This is an optimization exercise on Yosys and OpenROAD, whose aim is small area, a short achievable clock period and few clock cycles per item, not a production implementation.
Function was checked by simulation only, so behaviour that the tests miss may differ from the original.
Power is estimated from default activity; no workload was simulated.

==> flow/design.v (excerpt) <==
module ty_shade_eval (
    input  wire        clk,
    input  wire        rst,         
    input  wire        start,       
    output wire        ready,
    input  wire        shape,       
    input  wire [20:0] px,          
    input  wire [20:0] py,
    input  wire [39:0] cx,          
    input  wire [39:0] cy,
    input  wire [24:0] hw,          
    input  wire [24:0] hh,          
    input  wire [24:0] radius,      
    input  wire [19:0] ramp,        
    input  wire [15:0] depth,       
    output reg         done,
    output reg  [16:0] factor       
);
Size in the first run: ~7500 cells after synthesis, about 260 I/O pins.
make LEC_CHECK=0 CAP_MARGIN=20 CORE_MARGIN=2 CORE_UTILIZATION=40 SLEW_MARGIN=20 finish   # period 17.0 ns
run.sh (not shown) runs the stock make flow with config.mk's settings and CLKGATE_MAP_FILE= SYNTH_SCRIPT=/design/flow/synth_recipe.tcl, a recipe that flattens the netlist after the stock synthesis.
Testbench counts at the start, summed over its fixed seeds: cycles 21,455, items 1,200.
==> next run, changes <==
--- a/flow/design.v
+++ b/flow/design.v
@@ -170,21 +170,24 @@
     wire sk_z  = (r_qx == {NR{1'b0}});
     wire sk4   = sk_z && (r_s[SW-1 -: 8*K] == 0) && (cnt >= 5'd4);
     wire sk2   = sk_z && (r_s[SW-1 -: 4*K] == 0) && (cnt >= 5'd2);
     wire [SW-1:0] sk_s = sk4 ? (r_s << (8 * K)) : (r_s << (4 * K));
     wire mk2   = (r_s == {SW{1'b0}}) && (r_rad[NM-1 -: 2*KM] == 0) && (cnt >= 5'd2);
     wire s_small = (r_s[SW-1:33] == 0) &&
                    (!r_s[32] || ((r_s[31:18] == 0) && (!r_s[17] || (r_s[16:0] == 0))));
     wire s_small_sh = (r_s[SW-1:49] == 0) &&
                    (!r_s[48] || ((r_s[47:34] == 0) && (!r_s[33] || (r_s[32:16] == 0))));
-    reg  sq_fst, sq_sh;                
-    wire e_in   = r_ell && sq_fst && (sq_sh ? s_small_sh : s_small);
+    wire s_small_sh2 = (r_s[SW-1:57] == 0) &&
+                   (!r_s[56] || ((r_s[55:42] == 0) && (!r_s[41] || (r_s[40:24] == 0))));
+    reg  sq_fst, sq_sh, sq_sh2;        
+    wire e_in   = r_ell && sq_fst && (sq_sh2 ? s_small_sh2 : sq_sh ? s_small_sh : s_small);
     wire sq_shift = (r_s[SW-1:39] == 0);
+    wire sq_shift2 = (r_s[SW-1:31] == 0);
     wire [26:0] rd = {1'b0, r_qx[25:0]} - {2'b00, r_rad[24:0]};
     wire        d_le0 = r_ell ? (r_s[SW-1:16] == 0)
                               : (r_rx[26] || (r_rx[26:0] == 27'd0));
     wire [19:0] d_lo  = r_ell ? r_s[35:16] : r_rx[19:0];
     wire        d_hi  = r_ell ? (r_s[SW-1:36] != 0) : (r_rx[25:20] != 0);
     wire [20:0] e_rd  = {1'b0, r_ramp} - {1'b0, d_lo};              
     wire        d_geR = d_hi || e_rd[20] || (e_rd == 21'd0);
     assign fin = (st_sqrt && e_in) || (st_bdiv && last);
     always @(posedge clk) begin
@@ -268,23 +271,24 @@
                 r_dy  <= r_dy << K;
                 r_qx  <= fd_qx;
                 r_qy  <= fd_qy;
                 r_s   <= acc;
                 cnt   <= cnt - 5'd1;
             end
         end
         sq_fst <= st_sqf;
         if (st_sqf) begin
-            r_s   <= sq_shift ? (acc << 16) : acc;
+            r_s   <= sq_shift2 ? (acc << 24) : sq_shift ? (acc << 16) : acc;
             sq_sh <= sq_shift;
+            sq_sh2 <= sq_shift2;
             r_rx  <= {RW{1'b0}};
             r_qx  <= {NR{1'b0}};
-            cnt   <= sq_shift ? NR / K - 5 : NR / K - 1;
+            cnt   <= sq_shift2 ? NR / K - 7 : sq_shift ? NR / K - 5 : NR / K - 1;
         end
         if (st_sqrt) begin
             if (sk2) begin
                 r_s   <= sk_s;
                 cnt   <= cnt - (sk4 ? 5'd4 : 5'd2);
             end else begin
                 r_rx  <= sq_r;
                 r_qx  <= sq_q;
                 r_s   <= sq_s;
Die area increases by about 1.2%.
Global-route usage decreases by 4.0 points.
Utilization decreases by 0.28 points.
Count of clock-buffer cells in the layout decreases by 13.
Hold slack is worse by 6.9 ps.
Total power decreases by about 1.3%.
Sequential share of layout area is about the same.
Clock power decreases by about 4%.
Setup slack is better by 1200 ps.
Combinational power decreases by about 0.9%.
Sequential cell count increases by 1.
Register-to-register slack is better by 1200 ps.
Wire length decreases by about 9%.
Testbench counts after the change, summed over its fixed seeds: cycles 21,144, items 1,200.

## port drivers added, routing unchanged
Ports are ideal in the flow. The routed layouts listed here were re-timed in OpenROAD.
Step 1: set_driving_cell puts a clkbuf_16 on clk and a buf_2 on each other input, an assumption about the parent block.
Step 2 also shifts input and output timing later by t, the mid clock arrival at the registers, as if the neighbouring blocks saw the same clock.
Slacks: no drivers / after step 1 / after step 2; pairs: no drivers / after step 1.
| run | shift t [ns] | setup slack, ns | slew at the worst register clock pin (ns) |
|---|---|---|---|
| the first run | 0.779 | 7.676 / 7.676 / 7.676 | 0.07 / 0.07 |
| the second run | 0.757 | 8.862 / 8.821 / 8.836 | 0.07 / 0.07 |
After both steps every run listed still meets setup and hold. The setup slack of the second run, which loses most, moves by -0.041 ns with the drivers and by -0.026 ns with both steps.
